This is an optimization exercise on Yosys and OpenROAD, whose aim is small area, a short achievable clock period and few clock cycles per item, not a production implementation.
The RTL of this run was laid out without a check of its function.
Power figures rest on the tool's default switching activity, not on a simulated workload.

### run.sh
#!/bin/bash
# synth_recipe.tcl (not shown) runs the flow's synth.tcl, then flattens the netlist and writes it again
# the make line also repeats each setting of config.mk as NAME=value (left out here)
make -C /OpenROAD-flow-scripts/flow DESIGN_CONFIG=/design/flow/config.mk WORK_HOME=/design/flow/orfs CLKGATE_MAP_FILE= SYNTH_SCRIPT=/design/flow/synth_recipe.tcl finish
### constraint.sdc
create_clock -name core_clock -period 35.0 [get_ports {clk}]
set_input_delay 7.0000 -clock core_clock [delete_from_list [all_inputs] [get_ports {clk}]]
set_output_delay 7.0000 -clock core_clock [all_outputs]
set_load 0.01 [all_outputs]
### config.mk
export PLATFORM = sky130hd
export DESIGN_NAME = dec64_addsub
export DESIGN_NICKNAME = dec64_addsub
export VERILOG_FILES = /design/flow/design.v
export SDC_FILE = /design/flow/constraint.sdc
export NUM_CORES = 4
export LEC_CHECK = 0
export CAP_MARGIN = 20
export CORE_MARGIN = 2
export CORE_UTILIZATION = 40
export PLACE_DENSITY = 0.6
export SLEW_MARGIN = 20
### design.v
module bcd_add #(
    parameter N = 16
) (
    input  wire [4*N-1:0] x,
    input  wire [4*N-1:0] y,
    input  wire           cin,
    output reg  [4*N-1:0] s,
    output reg            cout
);
    integer i;
    reg [4:0] t;
    reg       c;
    always @* begin
        c = cin;
        s = {4*N{1'b0}};
        for (i = 0; i < N; i = i + 1) begin
            t = {1'b0, x[4*i +: 4]} + {1'b0, y[4*i +: 4]} + {4'd0, c};
            if (t > 5'd9) begin
                s[4*i +: 4] = t[3:0] + 4'd6;
                c = 1'b1;
            end else begin
                s[4*i +: 4] = t[3:0];
                c = 1'b0;
            end
        end
        cout = c;
    end
endmodule
module bcd_ndig #(
    parameter N = 16,
    parameter W = 5
) (
    input  wire [4*N-1:0] x,
    output reg  [W-1:0]   nd,
    output wire           zero
);
    integer i;
    assign zero = (x == {4*N{1'b0}});
    always @* begin
        nd = 1;
        for (i = 1; i < N; i = i + 1)
            if (x[4*i +: 4] != 4'd0)
                nd = i[W-1:0] + 1'b1;
    end
endmodule
module dpd_dec (
    input  wire [9:0]  b,
    output reg  [11:0] d       
);
    wire       r = b[7];
    wire       u = b[4];
    wire       y = b[0];
    wire [2:0] pqr = b[9:7];
    wire [2:0] stu = b[6:4];
    wire [1:0] pq = b[9:8];
    wire [1:0] st = b[6:5];
    wire [1:0] wx = b[2:1];
    always @* begin
        if (!b[3]) begin
            d = {1'b0, pqr, 1'b0, stu, 1'b0, b[2:0]};
        end else begin
            case (wx)
                2'd0: d = {1'b0, pqr, 1'b0, stu, 3'b100, y};
                2'd1: d = {1'b0, pqr, 3'b100, u, 1'b0, st, y};
                2'd2: d = {3'b100, r, 1'b0, stu, 1'b0, pq, y};
                default: begin
                    case (st)
                        2'd0: d = {3'b100, r, 3'b100, u, 1'b0, pq, y};
                        2'd1: d = {3'b100, r, 1'b0, pq, u, 3'b100, y};
                        2'd2: d = {1'b0, pqr, 3'b100, u, 3'b100, y};
                        default: d = {3'b100, r, 3'b100, u, 3'b100, y};
                    endcase
                end
            endcase
        end
    end
endmodule
module dpd_enc (
    input  wire [11:0] d,      
    output reg  [9:0]  b
);
    wire [3:0] a = d[11:8];
    wire [3:0] m = d[7:4];
    wire [3:0] c = d[3:0];
    always @* begin
        case ({a[3], m[3], c[3]})
            3'b000: b = {a[2:0], m[2:0], 1'b0, c[2:0]};
            3'b001: b = {a[2:0], m[2:0], 1'b1, 2'b00, c[0]};
            3'b010: b = {a[2:0], c[2:1], m[0], 1'b1, 2'b01, c[0]};
            3'b100: b = {c[2:1], a[0], m[2:0], 1'b1, 2'b10, c[0]};
            3'b110: b = {c[2:1], a[0], 2'b00, m[0], 1'b1, 2'b11, c[0]};
            3'b101: b = {m[2:1], a[0], 2'b01, m[0], 1'b1, 2'b11, c[0]};
            3'b011: b = {a[2:0], 2'b10, m[0], 1'b1, 2'b11, c[0]};
            default: b = {2'b00, a[0], 2'b11, m[0], 1'b1, 2'b11, c[0]};
        endcase
    end
endmodule
module d64_unpack (
    input  wire [63:0] x,
    output reg  [1:0]  cls,    
    output wire        sign,
    output wire [63:0] coef,
    output reg  [9:0]  exp
);
    wire [4:0] g = x[62:58];
    reg  [3:0] lead;
    assign sign = x[63];
    always @* begin
        if (g[4:1] == 4'b1111)
            cls = g[0] ? (x[57] ? 2'd3 : 2'd2) : 2'd1;
        else
            cls = 2'd0;
        if (g[4:3] == 2'b11) begin
            lead = {3'b100, g[0]};
            exp  = {g[2:1], x[57:50]};
        end else begin
            lead = {1'b0, g[2:0]};
            exp  = {g[4:3], x[57:50]};
        end
    end
    genvar i;
    generate
        for (i = 0; i < 5; i = i + 1) begin : g_dec
            dpd_dec u_dec (.b(x[10*i+9:10*i]), .d(coef[12*i+11:12*i]));
        end
    endgenerate
    assign coef[63:60] = lead;
endmodule
module d64_pack (
    input  wire        sign,
    input  wire [63:0] coef,
    input  wire [9:0]  exp,
    output wire [63:0] x
);
    wire [3:0] lead = coef[63:60];
    wire [4:0] g = lead[3] ? {2'b11, exp[9:8], lead[0]} : {exp[9:8], lead[2:0]};
    wire [49:0] tr;
    genvar i;
    generate
        for (i = 0; i < 5; i = i + 1) begin : g_enc
            dpd_enc u_enc (.d(coef[12*i+11:12*i]), .b(tr[10*i+9:10*i]));
        end
    endgenerate
    assign x = {sign, g, exp[7:0], tr};
endmodule
module dec64_addsub (
    input  wire        clk,
    input  wire        rst,        
    input  wire        start,      
    input  wire [63:0] a,
    input  wire [63:0] b,
    input  wire        sub,        
    input  wire [2:0]  rm,         
    output wire        ready,
    output reg         done,       
    output reg  [63:0] result,
    output reg  [4:0]  flags       
);
    localparam [2:0] TE = 3'd0, TA = 3'd1, RZ = 3'd2, UP = 3'd3,
                     DN = 3'd4, TZ = 3'd5, AZ = 3'd6, R5 = 3'd7;
    localparam [2:0] S_IDLE = 3'd0, S_DEC = 3'd1, S_ALIGN = 3'd2, S_ADD = 3'd3,
                     S_NEG = 3'd4, S_ROUND = 3'd5, S_PACK = 3'd6;
    localparam [63:0] NAN64 = 64'h7C00_0000_0000_0000;
    reg [2:0] state;
    reg [63:0] op_a, op_b;
    reg        op_sub;
    reg [2:0]  op_rm;
    reg [1:0]  ua_cls, ub_cls;
    reg        ua_sgn, ub_sgn;
    reg [63:0] ua_coef, ub_coef;
    reg [9:0]  ua_exp, ub_exp;
    reg [75:0] al_x, al_y;             
    reg        al_sx, al_sy, al_sub;
    reg signed [12:0] al_qgrid;        
    reg [9:0]  al_qpref;               
    reg        zsgn;                   
    reg [79:0] sum;                    
    reg        sum_sgn;
    reg [67:0] rn_hi;                  
    reg signed [12:0] rn_t;
    reg        rn_sgn, rn_inexact, rn_tiny;
    assign ready = (state == S_IDLE);
    wire [1:0]  da_cls, db_cls;
    wire        da_sgn, db_sgn;
    wire [63:0] da_coef, db_coef;
    wire [9:0]  da_exp, db_exp;
    d64_unpack u_unpack_a (.x(op_a), .cls(da_cls), .sign(da_sgn), .coef(da_coef), .exp(da_exp));
    d64_unpack u_unpack_b (.x(op_b), .cls(db_cls), .sign(db_sgn), .coef(db_coef), .exp(db_exp));
    wire        swap = (ub_exp > ua_exp);
    wire [63:0] cx = swap ? ub_coef : ua_coef;
    wire [63:0] cy = swap ? ua_coef : ub_coef;
    wire [9:0]  ex = swap ? ub_exp : ua_exp;
    wire [9:0]  ey = swap ? ua_exp : ub_exp;
    wire        sx = swap ? ub_sgn : ua_sgn;
    wire        sy = swap ? ua_sgn : ub_sgn;
    wire [9:0]  dexp = ex - ey;
    wire [4:0]  ndx;
    wire        cx_zero;
    bcd_ndig #(.N(16), .W(5)) u_ndx (.x(cx), .nd(ndx), .zero(cx_zero));
    reg  [4:0]  room;
    reg  [4:0]  shl;                   
    reg  [9:0]  dres;                  
    reg  [4:0]  shr;                   
    reg  [75:0] gx, gy, ylost;
    reg         ytail;
    always @* begin
        room = 5'd16 - ndx;
        if (cx_zero)
            shl = 5'd0;
        else if (dexp < {5'd0, room})
            shl = dexp[4:0];
        else
            shl = room;
        dres = cx_zero ? 10'd0 : dexp - {5'd0, shl};
        shr  = (dres > 10'd19) ? 5'd19 : dres[4:0];
        gx   = {cx, 12'd0} << (4 * shl);
        gy   = {cy, 12'd0} >> (4 * shr);
        ylost = {cy, 12'd0} & ~({76{1'b1}} << (4 * shr));
        ytail = (ylost != 76'd0);
        if (ytail && gy[3:0] == 4'd0)
            gy[3:0] = 4'd1;
    end
    reg [75:0] y_nines, s_nines;
    integer i;
    always @* begin
        for (i = 0; i < 19; i = i + 1) begin
            y_nines[4*i +: 4] = 4'd9 - al_y[4*i +: 4];
            s_nines[4*i +: 4] = 4'd9 - sum[4*i +: 4];
        end
    end
    wire [79:0] add_s;
    wire        add_c;
    bcd_add #(.N(20)) u_add (
        .x({4'd0, al_x}),
        .y(al_sub ? {4'd0, y_nines} : {4'd0, al_y}),
        .cin(al_sub),
        .s(add_s),
        .cout(add_c)
    );
    wire [75:0] neg_s;
    wire        neg_c;
    bcd_add #(.N(19)) u_neg (
        .x(s_nines),
        .y(76'd0),
        .cin(1'b1),
        .s(neg_s),
        .cout(neg_c)
    );
    wire [4:0] nds;
    wire       s_zero;
    bcd_ndig #(.N(20), .W(5)) u_nds (.x(sum), .nd(nds), .zero(s_zero));
    reg signed [12:0] lead, t0, tcand;
    reg [2:0]  k;
    reg signed [12:0] kfull;
    reg [79:0] hi_full, low_mask, rest_mask;
    reg [67:0] hi;
    reg [3:0]  rdig;
    reg        rnz, rest_nz, gt_half, eq_half, inc, res_sgn;
    always @* begin
        lead  = al_qgrid + $signed({8'd0, nds}) - 13'sd1;
        tcand = al_qgrid + $signed({8'd0, nds}) - 13'sd16;
        t0    = $signed({3'd0, al_qpref});
        if (tcand > t0)
            t0 = tcand;
        if (t0 < 13'sd0)
            t0 = 13'sd0;
        kfull = t0 - al_qgrid;
        k = kfull[2:0];
        hi_full   = sum >> (4 * k);
        hi        = hi_full[67:0];
        low_mask  = ~({80{1'b1}} << (4 * k));
        rest_mask = (k == 3'd0) ? 80'd0 : ~({80{1'b1}} << (4 * (k - 3'd1)));
        rnz       = ((sum & low_mask) != 80'd0);
        rest_nz   = ((sum & rest_mask) != 80'd0);
        rdig      = (k == 3'd0) ? 4'd0 : sum[4 * (k - 3'd1) +: 4];
        gt_half   = (rdig > 4'd5) || (rdig == 4'd5 && rest_nz);
        eq_half   = (rdig == 4'd5) && !rest_nz;
        res_sgn   = s_zero ? zsgn : sum_sgn;
        if (!rnz)
            inc = 1'b0;
        else begin
            case (op_rm)
                TE: inc = gt_half || (eq_half && hi[0]);
                TA: inc = gt_half || eq_half;
                RZ: inc = 1'b0;
                UP: inc = !res_sgn;
                DN: inc = res_sgn;
                TZ: inc = gt_half;
                AZ: inc = 1'b1;
                default: inc = (hi[3:0] == 4'd0) || (hi[3:0] == 4'd5);
            endcase
        end
    end
    wire [67:0] hi_inc;
    wire        hi_inc_c;
    bcd_add #(.N(17)) u_inc (.x(hi), .y(68'd0), .cin(inc), .s(hi_inc), .cout(hi_inc_c));
    reg  [63:0] hi2, hi3;
    reg signed [12:0] t2, t3;
    reg         ovf, to_max;
    wire [4:0]  ndh;
    wire        h_zero;
    bcd_ndig #(.N(16), .W(5)) u_ndh (.x(hi2), .nd(ndh), .zero(h_zero));
    always @* begin
        if (rn_hi[67:64] != 4'd0) begin
            hi2 = rn_hi[67:4];
            t2  = rn_t + 13'sd1;
        end else begin
            hi2 = rn_hi[63:0];
            t2  = rn_t;
        end
        hi3 = hi2;
        t3  = t2;
        ovf = 1'b0;
        if (t2 > 13'sd767) begin
            if (h_zero) begin
                t3 = 13'sd767;
            end else if (t2 + $signed({8'd0, ndh}) - 13'sd1 <= 13'sd782) begin
                hi3 = hi2 << (4 * (t2 - 13'sd767));
                t3  = 13'sd767;
            end else begin
                ovf = 1'b1;
            end
        end
        to_max = (op_rm == RZ) || (op_rm == R5) ||
                 (op_rm == UP && rn_sgn) || (op_rm == DN && !rn_sgn);
    end
    wire [63:0] packed_fin;
    d64_pack u_pack (.sign(rn_sgn), .coef(hi3), .exp(t3[9:0]), .x(packed_fin));
    always @(posedge clk) begin
        if (rst) begin
            state <= S_IDLE;
            done  <= 1'b0;
        end else begin
            done <= 1'b0;
            case (state)
                S_IDLE: begin
                    if (start) begin
                        op_a   <= a;
                        op_b   <= b;
                        op_sub <= sub;
                        op_rm  <= rm;
                        state  <= S_DEC;
                    end
                end
                S_DEC: begin
                    ua_cls  <= da_cls;
                    ua_sgn  <= da_sgn;
                    ua_coef <= da_coef;
                    ua_exp  <= da_exp;
                    ub_cls  <= db_cls;
                    ub_sgn  <= db_sgn ^ op_sub;
                    ub_coef <= db_coef;
                    ub_exp  <= db_exp;
                    state   <= S_ALIGN;
                end
                S_ALIGN: begin
                    if (ua_cls == 2'd3 || ub_cls == 2'd3) begin
                        result <= NAN64;
                        flags  <= 5'b00001;
                        done   <= 1'b1;
                        state  <= S_IDLE;
                    end else if (ua_cls == 2'd2 || ub_cls == 2'd2) begin
                        result <= NAN64;
                        flags  <= 5'b00000;
                        done   <= 1'b1;
                        state  <= S_IDLE;
                    end else if (ua_cls == 2'd1 && ub_cls == 2'd1 && ua_sgn != ub_sgn) begin
                        result <= NAN64;
                        flags  <= 5'b00001;
                        done   <= 1'b1;
                        state  <= S_IDLE;
                    end else if (ua_cls == 2'd1 || ub_cls == 2'd1) begin
                        result <= {(ua_cls == 2'd1) ? ua_sgn : ub_sgn, 63'h7800_0000_0000_0000};
                        flags  <= 5'b00000;
                        done   <= 1'b1;
                        state  <= S_IDLE;
                    end else begin
                        al_x     <= gx;
                        al_y     <= gy;
                        al_sx    <= sx;
                        al_sy    <= sy;
                        al_sub   <= sx ^ sy;
                        al_qgrid <= $signed({3'd0, ey}) + $signed({3'd0, dres}) - 13'sd3;
                        al_qpref <= ey;
                        zsgn     <= (ua_sgn == ub_sgn) ? ua_sgn : (op_rm == DN);
                        state    <= S_ADD;
                    end
                end
                S_ADD: begin
                    if (!al_sub) begin
                        sum     <= add_s;
                        sum_sgn <= al_sx;
                        state   <= S_ROUND;
                    end else if (add_s[79:76] != 4'd0) begin
                        sum     <= {4'd0, add_s[75:0]};
                        sum_sgn <= al_sx;
                        state   <= S_ROUND;
                    end else begin
                        sum     <= add_s;
                        sum_sgn <= al_sy;
                        state   <= S_NEG;
                    end
                end
                S_NEG: begin
                    sum   <= {4'd0, neg_s};
                    state <= S_ROUND;
                end
                S_ROUND: begin
                    rn_hi      <= hi_inc;
                    rn_t       <= t0;
                    rn_sgn     <= res_sgn;
                    rn_inexact <= rnz;
                    rn_tiny    <= !s_zero && (lead < 13'sd15);
                    state      <= S_PACK;
                end
                S_PACK: begin
                    if (ovf) begin
                        result <= to_max ? {rn_sgn, 63'h77FC_FF3F_CFF3_FCFF} :
                                           {rn_sgn, 63'h7800_0000_0000_0000};
                        flags  <= 5'b10100;
                    end else begin
                        result <= packed_fin;
                        flags  <= {rn_inexact, rn_inexact && rn_tiny, 3'b000};
                    end
                    done  <= 1'b1;
                    state <= S_IDLE;
                end
                default: state <= S_IDLE;
            endcase
        end
    end
endmodule
==> impl_metrics.csv <==
group,metric,value,unit
outcome,status,"timing/DRC/antenna clean",
worst_setup_path,critical_path.top_delay_family,"adder cells",
finish,layout_commonest_cell,"nand2_1",
global_routing,grt_pass1_vias,47106,
power,vdd.ir_drop.worst,0.04037,mV
timing,finalHoldViolCount,0,
yosys,async_flop_share,0,%
drt,dr_wl_met3,13110,um
placement,io_buffers,204,
worst_setup_path,worst_setup_path_end_kind,"flip-flop",
yosys,ys_types,106,
timing,fin_skew,0.02445,ns
timing,fin_crit,33.58,ns
worst_setup_path,crit_path_start_kind,"flip-flop",
floorplan,row_count,138,
cts,root_buffer,"clkbuf_16",
drt,wl_met2,96610,um
timing,worst_pin_slew,1.338,ns
global_routing,overflow,0,
finish,area.growth.synth_to_final,13.64,%
cts,htree_levels,3,
placement,dp.cells,8229,
yosys,yosysSeqAreaShare,36.07,%
drt,top_layer,"met5",
drt,routedWlPerCell,24.62,um
timing,drv_slew,0,
yosys,syn_area,56990,um^2
cts,clk_pin_slew,0.06,ns
worst_setup_path,reg2reg_slack,1.42,ns
finish,fin_cells,8405,
drt,wl_met1,83460,um
worst_setup_path,cp.arrival,33.99,ns
global_routing,grt_pass1_wl,304300,um
cts,cts_buffers,77,
worst_setup_path,cpMaxStageDelayCell,"fa_2",
timing,slew_headroom,9.987,%
yosys,synth_warnings,9,
finish,layout-drive-gt1-share,9.182,%
power,leakage,25.36,nW
floorplan,initial_core_util,40.30,%
yosys,postSynthCellCount,6303,
cts,tritoncts,"yes",
cts,clock_sinks,686,
worst_setup_path,cp_max_fo,6,
floorplan,die_h,381.5,um
drt,postRouteAntennaNets,0,
finish,num-nets-final,7004,
floorplan,die_x,381.5,um
drt,vias_per_cell,5.982,
yosys,ys.flop_type,"edfxtp_1",
placement,gp_congestion,1.017,
global_routing,antenna_found_initial,5,
cts,clock_path_buffers,3,
yosys,synth_compound_area_share,18.74,%
timing,setup_viol,0,
yosys,synth_edf_count,682,
finish,final_cell_mix,"nand2_1, edfxtp_1, nor2_1",
yosys,synth_adder_area_share,9.677,%
floorplan,io_pins,206,
worst_setup_path,path_buf_inv,7,
power,power_density,36.22,nW/um^2
drt,via_count,50278,
worst_setup_path,crit_top_cell,"fa_1",
cts,clk_latency,0.70,ns
yosys,synth.ff_latch_count,686,
yosys,yosys.area_share.simple,16.92,%
yosys,synth-xor-area-share,5.001,%
yosys,synth_top_family_by_area,"compound AO/OA/AOI/OAI gates",
worst_setup_path,required,35.41,ns
floorplan,coreArea,141400,um^2
min_path,hold_class,"flip-flop to flip-flop",
cts,holdBufCountCts,0,
drt,initialDrtViolationCount,5611,
drt,drt_wl_total,206900,um
global_routing,grtUsageTotal,27.43,%
drt,drc,0,
floorplan,dieArea,145500,um^2
placement,dp_hpwl,161300,um
yosys,syn_avg_cell_area,9.042,um^2
timing,hold-worst-slack,0.4173,ns
global_routing,grt_max_degree,167,
timing,max_freq,29.78,MHz
worst_setup_path,crit_type,"flip-flop to flip-flop",
drt,dr.pass1.iters,7,
yosys,synth.area.mux_share,9.179,%
worst_setup_path,cpPeakStageDelay,0.54,ns
run,maxCapViolations,0,
timing,fin_crit_sh,95.93,%
==> synth_stat cells, drive strengths merged (18+ instances only) <==
master     n  area share, %
nand2    835            5.5
edfxtp   682             36
nor2     482            3.2
a21oi    447            3.9
ha       380            8.3
o21ai    364            3.2
mux2i    347            6.1
inv      323            2.1
clkbuf   208            1.4
xnor2    195            3.0
nand3    157            1.4
mux2     129            2.5
xor2     124            2.0
a31oi    119            1.3
buf      106           0.89
nor3     100           0.88
and2      94            1.0
o22ai     92            1.0
a211oi    78            1.0
and3      74           0.81
a21o      70           0.92
nor2b     69           0.76
nor4      67           0.77
nand2b    57           0.63
o211ai    46           0.61
a21boi    42           0.55
a22oi     39           0.51
fa        37            1.3
nand4     34           0.37
a211o     28           0.43
nor3b     27           0.37
or4       27           0.36
o21a      25           0.33
o2111ai   24           0.37
o21bai    24           0.32
a311oi    23           0.35
o31ai     21           0.29
a32oi     20           0.31
o221ai    20           0.31
a221o     19           0.33
or3       19           0.21
o31a      18           0.28
==> where the power goes <==
group | leakage [nW] | switching, mW | internal (mW) | total, mW
registers | 6.27 | 0.0213 | 0.938 | 0.959
clock network | 1.20 | 0.352 | 0.453 | 0.806
logic | 17.9 | 0.374 | 0.206 | 0.581
==> registers in the layout, indices dropped and copies added, names as in the netlist, 2 cells and up <==
signal / flops
al_y: 76
ua_cls: 2
al_qgrid: 12
al_qpref: 10
result: 64
rn_hi: 68
flags: 4
op_rm: 3
state: 3
op_b: 64
al_x: 64
ub_coef: 64
sum: 77
ua_exp: 10
ub_cls: 2
ua_coef: 64
ub_exp: 10
op_a: 64
rn_t: 13
==> path summary, 6_finish.rpt <==
kind / from / endpoint / cells after the start
max: al_y[2] / sum[75] / 136
min: op_b[20] / ub_coef[24] / 0
max reg2reg: al_y[2] / sum[75] / 136
min reg2reg: op_b[20] / ub_coef[24] / 0
==> through the flow <==
stage / setup TNS, ns / worst slack (ns) / power (mW) / utilization, % / cell area [um^2]
after floorplan: 0 / 0.01373 / 1.343 / - / 57010
after global placement: -0.3377 / -0.1454 / 1.530 / 43.48 / 61480
after detailed placement: -11.22 / -1.771 / 1.535 / 43.48 / 61480
after CTS: 0 / 0.01695 / 2.347 / 45.36 / 64140
after global routing: -0.3972 / -0.1205 / 2.443 / 45.80 / 64760
final: 0 / 1.423 / 2.346 / 45.80 / 64770
==> kinds of logic after synthesis <==
group / count (synthesis)
simple gates: 2089
compound gates: 1659
flops: 686
buf+inv: 640
mux: 489
fa+ha+maj: 419
xor+xnor: 320
other cells: 1
==> area by class of cell <==
type,instances,area (um^2)
clock inverter,55,520.5
inverter,326,1224
sequential,686,20560
clock buffer,85,1957
tap,1890,2365
timing repair buffer,383,3427
antenna,2,5.005
multi-input combinational,4978,34710
fill,13559,76650
==> metal layers <==
metal | track usage, % | vias to the layer above
met5 | 0 | -
met4 | 15.58 | 2
met3 | 3.783 | 527
met2 | 45.06 | 2123
met1 | 34.60 | 24041
li1 | - | 23585
==> timing repair <==
action | CTS | global route
pin swaps | 0 | 41
resized for setup | 27 | 73
endpoints found under the setup margin | 9 | 16
hold endpoints to repair | 0 | 0
setup buffers | 0 | 33

[static timing again, ports no longer ideal]
Ports are ideal in the flow. The routed layout listed here was re-timed in OpenROAD.
Step 1 sets driving cells, clkbuf_16 on the clock port and buf_2 on the other inputs (assumed; they add their load-dependent delay and slew).
Step 2 also shifts input and output timing later by t, the mid clock arrival at the registers, as if the neighbouring blocks saw the same clock.
Slacks: ideal ports / drivers / drivers and shift; pairs: ideal ports / drivers.
t (ns): 0.770
setup slack, ns: 1.423 / 1.423 / 1.423
worst hold slack (ns): 0.417 / 0.417 / 0.417
pins driven straight from the clock port: 1
After both steps this run still meets setup and hold. The setup slack of this run moves by 0.000 ns with the drivers and by 0.000 ns with both steps.
